Context: an optimization exercise on an open-source flow, tuned for small area, a short achievable clock period and few clock cycles per item. The choices shown serve that exercise and are no tape-out recipe. At most, simulation tests tie the RTL to the original design; equivalence was not proved.

==> inputs of run G <==
// ckv_crc
module ckv_crc (
    input  wire        clk,
    input  wire        rst,
    input  wire        in_valid,
    output wire        in_ready,
    input  wire [1:0]  in_op,
    input  wire [1:0]  in_algo,
    input  wire [2:0]  in_len,
    input  wire [63:0] in_data,
    output wire        busy,
    output wire [63:0] value,
    output wire [63:0] result
);
Settings: LEC_CHECK=0, CAP_MARGIN=20, CORE_MARGIN=2, CORE_UTILIZATION=25, GPL_ROUTABILITY_DRIVEN=1, PLACE_DENSITY=0.5, SLEW_MARGIN=20; clock period 5.0 ns.
run.sh (not shown) runs the stock make flow with config.mk's settings and CLKGATE_MAP_FILE= SYNTH_SCRIPT=/design/flow/synth_recipe.tcl, a recipe that flattens the netlist after the stock synthesis.
==> run Y: changes against run G <==
CORE_UTILIZATION = 55   (was 25)
PLACE_DENSITY = 0.7   (was 0.5)
==> summary.md <==
| Metric | Value |
|---|---|
| Run Error | [ERROR GRT-0116] Global routing finished with congestion. Check the congestion regions in the DRC Viewer. |
| First-pass GRT wire length | around 310000 microns |
| Fail Step | 5_1_grt |
| GR Util All Layers | between 70% and 80% |
| Hpwl dp | 163000 microns |
| DP Cell Count | approximately 4400 |
| Global routing usage on met2 | between 80% and 90% |
| Largest net degree at the start of global routing | 67 |
| Row count | between 80 and 90 |
| Outcome | stopped before the end |
| Die width | 248 microns |
That was run Y.
==> summary.md <==
| Metric | Value |
|---|---|
| Final WS setup | -0.152 ns |
| Row count | 132 |
| Largest net degree at the start of global routing | between 60 and 70 |
| GR Util All Layers | 43.0% |
| SO Faults | negative setup slack |
| Hpwl dp | 236000 microns |
| Outcome | complete, but fails checks |
| # setup viols final | 3 |
| First-pass GRT wire length | around 360000 microns |
That was run G.
No run of this note included a check of the RTL's function; only the layout flow was run.


==> run a: inputs <==
ckv_crc, a different RTL version from the one above (not shown whole).
## ckv_crc
module ckv_crc (
    input  wire        clk,
    input  wire        rst,
    input  wire        in_valid,
    output wire        in_ready,
    input  wire [1:0]  in_op,
    input  wire [1:0]  in_algo,
    input  wire [2:0]  in_len,
    input  wire [63:0] in_data,
    output wire        busy,
    output wire [63:0] value,
    output wire [63:0] result
);
export LEC_CHECK = 0
export CAP_MARGIN = 20
export CORE_MARGIN = 2
export CORE_UTILIZATION = 30
export GPL_ROUTABILITY_DRIVEN = 1
export PLACE_DENSITY = 0.5
export SETUP_SLACK_MARGIN = 1.0
export SLEW_MARGIN = 20
create_clock -name core_clock -period 5.0 [get_ports {clk}]
==> run b (differences from run a) <==
==> flow/flow/run.sh (new file) <==
#!/bin/bash
# The standard layout (the standard.sh) with two changes to its settings:
# - the three-input XOR/XNOR cells are kept out of synthesis and repair: ABC's
#   choice of them makes the CRC xor network larger and slower than two-input
#   cells do;
# - the port buffers that placement inserts on every input and output are
#   plain buf_1 cells rather than the delay buffers it picks by default.
# Everything else (synthesis script, floorplan, power grid, placement, CTS,
# routing) is standard.sh's. make's full output goes to standard_flow.log.
set -euo pipefail
cat >> config.mk <<'EOT'
export DONT_USE_CELLS = sky130_fd_sc_hd__xor3_1 sky130_fd_sc_hd__xor3_2 sky130_fd_sc_hd__xor3_4 sky130_fd_sc_hd__xnor3_1 sky130_fd_sc_hd__xnor3_2 sky130_fd_sc_hd__xnor3_4
export BUFFER_PORTS_ARGS = -buffer_cell sky130_fd_sc_hd__buf_1
EOT
bash standard.sh finish > standard_flow.log 2>&1
==> flow/standard.sh (new file) <==
#!/bin/bash
# synth_recipe.tcl (not shown) runs the flow's synth.tcl, then flattens the netlist and writes it again
# the make line also repeats each setting of config.mk as NAME=value (left out here)
make -C /OpenROAD-flow-scripts/flow DESIGN_CONFIG=/design/flow/config.mk WORK_HOME=/design/flow/orfs CLKGATE_MAP_FILE= SYNTH_SCRIPT=/design/flow/synth_recipe.tcl "${@:-finish}"
Settings changed: BUFFER_PORTS_ARGS set to -buffer_cell sky130_fd_sc_hd__buf_1, CORE_UTILIZATION 30 to 28, CTS_CLUSTER_DIAMETER set to 60, CTS_CLUSTER_SIZE set to 10, DONT_USE_CELLS set to sky130_fd_sc_hd__xor3_1 sky130_fd_sc_hd__xor3_2 sky130_fd_sc_hd__xor3_4 sky130_fd_sc_hd__xnor3_1 sky130_fd_sc_hd__xnor3_2 sky130_fd_sc_hd__xnor3_4, PLACE_DENSITY 0.5 to 0.45.
removed: flow/run.sh
==> summary of the runs <==
Between run b and run a, the lower die area is in run b (gap 2.3%, measured against run a). Between run a and run b, the lower cell count is in run a (gap about 3.2%, measured against run b). In run a the synthesized cell count is smaller than in run b, by about 5%.
Testbench counts of run a, summed over its fixed seeds: cycles 13,400, bytes 102,258.
Testbench counts of run b, summed over its fixed seeds: cycles 13,400, bytes 102,258.


==> v26: inputs <==
Another version of the RTL of ckv_crc (not shown whole).
==> flow/design.v (excerpt) <==
module ckv_crc (
    input  wire        clk,
    input  wire        rst,
    input  wire        in_valid,
    output wire        in_ready,
    input  wire [1:0]  in_op,
    input  wire [1:0]  in_algo,
    input  wire [2:0]  in_len,
    input  wire [63:0] in_data,
    output wire        busy,
    output wire [63:0] value,
    output wire [63:0] result
);
    localparam [1:0] OP_FEED      = 2'd0;
    localparam [1:0] OP_INIT      = 2'd1;
    localparam [1:0] OP_LOAD      = 2'd2;
    localparam [1:0] OP_INIT_FEED = 2'd3;
    reg [63:0] u_q;        
    reg [1:0]  salg_q;     
    reg [63:0] d_q;        
    reg [1:0]  algo_q;     
    reg [1:0]  op_q;
    reg [2:0]  len_q;
    reg        v_q;        
    reg        part_q;     
    reg        z_q;        
    reg        c_rot;      
    reg        c_load, c_init, c_hold;
    reg [7:0]  c_m;        
    reg [7:0]  c_h;        
    reg [7:0]  c_e0, c_e1, c_e2, c_e3;    
    reg [3:0]  c_i;        
    reg [7:0]  c_j;        
    wire remap_wait = v_q && (in_op == OP_FEED) && (in_algo != algo_q);
    assign in_ready = !c_rot && !remap_wait;
    assign busy     = v_q;
    wire accept = in_valid && in_ready;
    wire       n_v    = rst ? 1'b0 : (accept || c_rot);
    wire       remap  = c_hold && accept && (in_op == OP_FEED) && (in_algo != salg_q);
    wire [1:0] n_op   = accept ? in_op   : op_q;
    wire [1:0] n_algo = rst ? 2'd0 : (accept ? in_algo : algo_q);
    wire [2:0] n_len  = accept ? in_len  : len_q;
    wire       n_part = !rst && c_rot;
    wire [1:0] n_salg = rst ? 2'd0 : remap ? in_algo : (c_hold ? salg_q : algo_q);
    wire       n_z    = rst || (c_hold && z_q);
    wire n_feedish = (n_op == OP_FEED) || (n_op == OP_INIT_FEED);
    wire n_full    = (n_len == 3'd7);
    wire n_a32     = !n_algo[1];
    wire n_a16     = (n_algo == 2'd2);
    wire n_first   = n_v && !n_part;
    wire n_go      = n_first;
    wire [2:0] n_j = 3'd7 - n_len;
    wire n_e       = n_v && n_feedish && ((n_full && n_go) || n_part);
    always @(posedge clk) begin
        d_q     <= c_rot ? 64'h0 : in_data;
        v_q     <= n_v;
  ...
export LEC_CHECK = 0
export CAP_MARGIN = 10
export CORE_MARGIN = 2
export CORE_UTILIZATION = 28
export CTS_CLUSTER_DIAMETER = 60
export CTS_CLUSTER_SIZE = 10
export GPL_ROUTABILITY_DRIVEN = 1
export PLACE_DENSITY = 0.45
export SETUP_SLACK_MARGIN = 1.5
export SLEW_MARGIN = 10
export DONT_USE_CELLS = sky130_fd_sc_hd__xor3_1 sky130_fd_sc_hd__xor3_2 sky130_fd_sc_hd__xor3_4 sky130_fd_sc_hd__xnor3_1 sky130_fd_sc_hd__xnor3_2 sky130_fd_sc_hd__xnor3_4
export BUFFER_PORTS_ARGS = -buffer_cell sky130_fd_sc_hd__buf_1
create_clock -name core_clock -period 5.0 [get_ports {clk}]
standard.sh (not shown) runs the stock make flow with config.mk's settings and CLKGATE_MAP_FILE= SYNTH_SCRIPT=/design/flow/synth_recipe.tcl, a recipe that flattens the netlist after the stock synthesis.
==> flow/flow/run.sh <==
#!/bin/bash
# The standard layout (the standard.sh) with two changes to its settings:
# - the three-input XOR/XNOR cells are kept out of synthesis and repair: ABC's
#   choice of them makes the CRC xor network larger and slower than two-input
#   cells do;
# - the port buffers that placement inserts on every input and output are
#   plain buf_1 cells rather than the delay buffers it picks by default.
# Everything else (synthesis script, floorplan, power grid, placement, CTS,
# routing) is standard.sh's. make's full output goes to standard_flow.log.
set -euo pipefail
cat >> config.mk <<'EOT'
export DONT_USE_CELLS = sky130_fd_sc_hd__xor3_1 sky130_fd_sc_hd__xor3_2 sky130_fd_sc_hd__xor3_4 sky130_fd_sc_hd__xnor3_1 sky130_fd_sc_hd__xnor3_2 sky130_fd_sc_hd__xnor3_4
export BUFFER_PORTS_ARGS = -buffer_cell sky130_fd_sc_hd__buf_1
EOT
bash standard.sh finish > standard_flow.log 2>&1
==> v35 (differences from v26) <==
--- a/flow/config.mk
+++ b/flow/config.mk
@@ -14,5 +14,6 @@
 export PLACE_DENSITY = 0.45
 export SETUP_SLACK_MARGIN = 1.5
 export SLEW_MARGIN = 10
+export TNS_END_PERCENT = 10
 export DONT_USE_CELLS = sky130_fd_sc_hd__xor3_1 sky130_fd_sc_hd__xor3_2 sky130_fd_sc_hd__xor3_4 sky130_fd_sc_hd__xnor3_1 sky130_fd_sc_hd__xnor3_2 sky130_fd_sc_hd__xnor3_4
 export BUFFER_PORTS_ARGS = -buffer_cell sky130_fd_sc_hd__buf_1
==> v15 (differences from v26) <==
--- a/flow/config.mk
+++ b/flow/config.mk
@@ -12,7 +12,7 @@
 export CTS_CLUSTER_SIZE = 10
 export GPL_ROUTABILITY_DRIVEN = 1
 export PLACE_DENSITY = 0.45
-export SETUP_SLACK_MARGIN = 1.5
+export SETUP_SLACK_MARGIN = 1.3
 export SLEW_MARGIN = 10
 export DONT_USE_CELLS = sky130_fd_sc_hd__xor3_1 sky130_fd_sc_hd__xor3_2 sky130_fd_sc_hd__xor3_4 sky130_fd_sc_hd__xnor3_1 sky130_fd_sc_hd__xnor3_2 sky130_fd_sc_hd__xnor3_4
 export BUFFER_PORTS_ARGS = -buffer_cell sky130_fd_sc_hd__buf_1
==> results.json <==
{
  "status": "timing/DRC/antenna clean",
  "m1WireLength_um": 96400,
  "grt_antenna_before_repair": 13,
  "wl_per_cell_um": 46.5,
  "cp.arrival_ns": 4.16,
  "layout.nonclk_buf_share_pct": 17.8,
  "fin_nets": 4247,
  "grt_use_met1_pct": 55.2
}
# the run above: v35

==> results.json <==
{
  "met3_usage_pct": 14.7,
  "grt_use_met1_pct": 55.4,
  "wl_met2_um": 104000,
  "status": "timing/DRC/antenna clean",
  "fin_area_sq_um": 41300,
  "post-dp-hpwl_um": 210000,
  "layout.nonclk_buf_share_pct": 18.3,
  "fin_nets": 4270,
  "grt_antenna_before_repair": 11,
  "wl_per_cell_um": 46.6
}
# the run above: v26

==> results.json <==
{
  "ys_ff_latch": 172,
  "grt_use_met1_pct": 55.0,
  "layout.nonclk_buf_share_pct": 16.9,
  "status": "timing/DRC/antenna clean",
  "buffers": 904,
  "max_freq_ghz": 0.260,
  "wl_per_cell_um": 46.8,
  "slowest_stage": "xnor2_4",
  "m1WireLength_um": 97700,
  "grt_antenna_before_repair": 14,
  "wl_met2_um": 104000
}
# the run above: v15

Testbench counts of v26, summed over its fixed seeds: cycles 13,400, bytes 102,258.
Testbench counts of v35, summed over its fixed seeds: cycles 13,400, bytes 102,258.
Testbench counts of v15, summed over its fixed seeds: cycles 13,400, bytes 102,258.

[re-timing with driven ports]
No port has a modelled driver above. Below, the same layouts with a new extraction and two added sets of constraints.
Step 1 assumes that a clkbuf_16 drives the clock port and a buf_2 every other input.
Step 2 also shifts input and output timing later by t, the mid clock arrival at the registers, as if the neighbouring blocks saw the same clock.
Three values: no drivers, after step 1, after step 2; two values: the first two.
run	t (ns)	slack for setup (ns)	latest minus earliest clock arrival (ns)	worst slew at a driven data input, ns
run G	0.564	-0.152 / -0.152 / -0.152	0.037 / 0.037	0.11
run a	0.635	0.689 / 0.689 / 0.689	0.033 / 0.033	0.13
run b	0.627	0.828 / 0.828 / 0.828	0.027 / 0.026	0.10
v26	0.615	1.331 / 1.331 / 1.153	0.044 / 0.045	0.04
v35	0.608	1.279 / 1.211 / 0.979	0.040 / 0.040	0.04
v15	0.622	1.156 / 1.156 / 0.938	0.055 / 0.054	0.05
The setup slack of v35, which loses most, moves by -0.068 ns with the drivers and by -0.300 ns with both steps.
